What follows belongs to an exercise in optimizing a design on an open flow for small area, a short achievable clock period and few clock cycles per item; a production flow would make more cautious choices.
The clock input has no modelled driver; a real chip could not lean on it and would need a root buffer or a full tree.
Power and IR drop assume default switching activity.

## run A
==> flow/design.v <==
module xt1_c1_enc (
  input  wire       clk,
  input  wire       rst,         
  input  wire       in_valid,
  output wire       in_ready,
  input  wire [7:0] in_data,     
  output reg        out_valid,
  output reg  [7:0] out_data     
);
  reg  [4:0] phase;              
  reg  [9:0] cnt;                
  reg        rdy;                
  reg        clr_rev;            
  reg        sh_rev;             
  reg        oact;               
  reg  [1:0] orev;               
  assign in_ready = rdy;
  wire acc    = in_valid && rdy;
  wire ph_end = (phase == 5'd31);
  wire last   = ph_end && (cnt[9:5] == 5'd31);
  always @(posedge clk) begin
    if (rst) begin
      phase   <= 5'd0;
      cnt     <= 10'd0;
      rdy     <= 1'b1;
      clr_rev <= 1'b1;
      sh_rev  <= 1'b0;
      oact    <= 1'b0;
      orev    <= 2'd0;
    end else begin
      phase <= phase + 5'd1;
      if (acc) begin
        cnt <= cnt + 10'd1;
        rdy <= !last;
      end else begin
        rdy <= (phase + 5'd1 == cnt[4:0]) && (!oact || (orev == 2'd3 && ph_end));
      end
      if (ph_end) begin
        clr_rev <= oact && (orev == 2'd3);
        sh_rev  <= acc && (cnt[9:5] != 5'd31);
      end
      if (acc && last) begin
        oact <= 1'b1;
        orev <= 2'd0;
      end else if (oact && ph_end) begin
        orev <= orev + 2'd1;
        if (orev == 2'd3)
          oact <= 1'b0;
      end
    end
  end
  wire [7:0] gd = acc ? in_data : 8'd0;
  reg  [255:0] x0, x1, x2, x3;
  function [7:0] rot;
    input [7:0] s0, b1, b2;
    input integer d;
    reg [23:0] w;
    begin
      w   = {s0, b1, b2};
      rot = w[16 - d +: 8];
    end
  endfunction
  reg [7:0] p1_1, p1_2, p1_3, p2_3;
  always @(posedge clk) begin
    p1_1 <= x1[7:0];
    p1_2 <= x2[7:0];
    p1_3 <= x3[7:0];
    p2_3 <= p1_3;
  end
  wire ph0  = (phase == 5'd0);
  wire ph01 = (phase[4:1] == 4'd0);
  wire [7:0] b1_1 = ph0  ? x1[255:248] : p1_1;
  wire [7:0] b1_2 = ph0  ? x2[255:248] : p1_2;
  wire [7:0] b1_3 = ph0  ? x3[255:248] : p1_3;
  wire [7:0] b2_3 = ph01 ? x3[247:240] : p2_3;
  wire [7:0] w0 = clr_rev ? 8'd0 : x0[7:0];
  wire [7:0] w1 = clr_rev ? 8'd0 : sh_rev ? rot(x1[7:0], b1_1, 8'd0, 2)  : x1[7:0];
  wire [7:0] w2 = clr_rev ? 8'd0 : sh_rev ? rot(x2[7:0], b1_2, 8'd0, 6)  : x2[7:0];
  wire [7:0] w3 = clr_rev ? 8'd0 : sh_rev ? rot(x3[7:0], b1_3, b2_3, 14) : x3[7:0];
  always @(posedge clk) begin
    x0 <= {w0 ^ gd, x0[255:8]};
    x1 <= {w1 ^ gd, x1[255:8]};
    x2 <= {w2 ^ gd, x2[255:8]};
    x3 <= {w3 ^ gd, x3[255:8]};
  end
  reg [8:0] pp;                  
  reg [7:0] l0, l1, l3;
  integer   b;
  always @* begin
    for (b = 0; b < 9; b = b + 1)
      pp[b] = x0[b] ^ x1[(b + 63) % 256] ^ x2[(b + 189) % 256] ^ x3[(b + 185) % 256];
    for (b = 0; b < 8; b = b + 1) begin
      l0[b] = x0[b];
      l1[b] = x1[(b + 63) % 256];
      l3[b] = x3[(b + 185) % 256];
    end
  end
  always @(posedge clk) begin
    if (rst)
      out_valid <= 1'b0;
    else
      out_valid <= oact;
    case (orev)
      2'd0: out_data <= pp[7:0];
      2'd1: out_data <= l0 ^ pp[8:1];
      2'd2: out_data <= l0 ^ l1 ^ pp[8:1];
      default: out_data <= l3 ^ pp[8:1];
    endcase
  end
endmodule
export LEC_CHECK = 0
export CAP_MARGIN = 20
export CORE_MARGIN = 2
export CORE_UTILIZATION = 65
export PLACE_DENSITY = 0.75
export SLEW_MARGIN = 20
create_clock -name core_clock -period 10.0 [get_ports {clk}]
standard.sh (not shown) runs the stock make flow with config.mk's settings and CLKGATE_MAP_FILE= SYNTH_SCRIPT=/design/flow/synth_recipe.tcl, a recipe that flattens the netlist after the stock synthesis.
==> flow/flow/run.sh <==
#!/bin/bash
# Own layout flow: the standard flow (standard.sh) with
#  - port buffers of a fast cell instead of the default pick,
set -euo pipefail
W=$(pwd)
F=$W/flow
source $F/knobs.sh
export BUFFER_PORTS_ARGS="-buffer_cell $PORT_BUF"
export PRE_CTS_TCL=$F/pre_cts.tcl
export POST_CTS_TCL=$F/post_cts.tcl
export MYTREE_DIR=$F MYTREE_NLEAF MYTREE_NROOT MYTREE_LEAF MYTREE_ROOT
export SETUP_EXTRA_MARGIN
bash standard.sh > $W/standard_flow.log 2>&1
Other scripts of this flow, unchanged in this note and not shown: flow/flow/knobs.sh, flow/flow/mytree.tcl, flow/flow/outflops.tcl, flow/flow/post_cts.tcl, flow/flow/pre_cts.tcl
## Diff of input files: run B against run A
--- a/flow/config.mk
+++ b/flow/config.mk
@@ -10,2 +10,2 @@
-export CORE_UTILIZATION = 65
-export PLACE_DENSITY = 0.75
+export CORE_UTILIZATION = 55
+export PLACE_DENSITY = 0.65
On clock network fraction of design power, run B and run A are basically level. Summary of run B over run A: post-route minimum period went down; final design instance area without fill went up; number of hold violations in the final report did not really move; sequential share of layout area went down; internal portion of total power did not really move. On number of DRC violations after detailed-routing iteration 0, run A loses to run B. In terms of power, run A and run B differ only marginally.
No run of this note included a check of the RTL's function; only the layout flow was run. In every run of this note, the design's own scripts or RTL, not TritonCTS, make the clock network.

what the ideal ports hide:
No port has a modelled driver above. Below, the same layouts with a new extraction and two added sets of constraints. Step 1 assumes that a clkbuf_16 drives the clock port and a buf_2 every other input. Step 2 also shifts input and output timing later by t, the mid clock arrival at the registers, as if the neighbouring blocks saw the same clock. Three values: ideal, step 1, step 2; two values: the first two.
run | shift t [ns] | slack for setup (ns) | worst hold slack (ns) | latest minus earliest clock arrival (ns) | worst slew at a driven data input, ns
run A | 0.489 | 7.019 / 6.916 / 7.118 | 0.312 / 0.312 / 0.312 | 0.027 / 0.027 | 0.06
run B | 0.485 | 7.043 / 6.940 / 7.125 | 0.309 / 0.309 / 0.309 | 0.038 / 0.038 | 0.06
After both steps setup and hold are still met in every run listed.
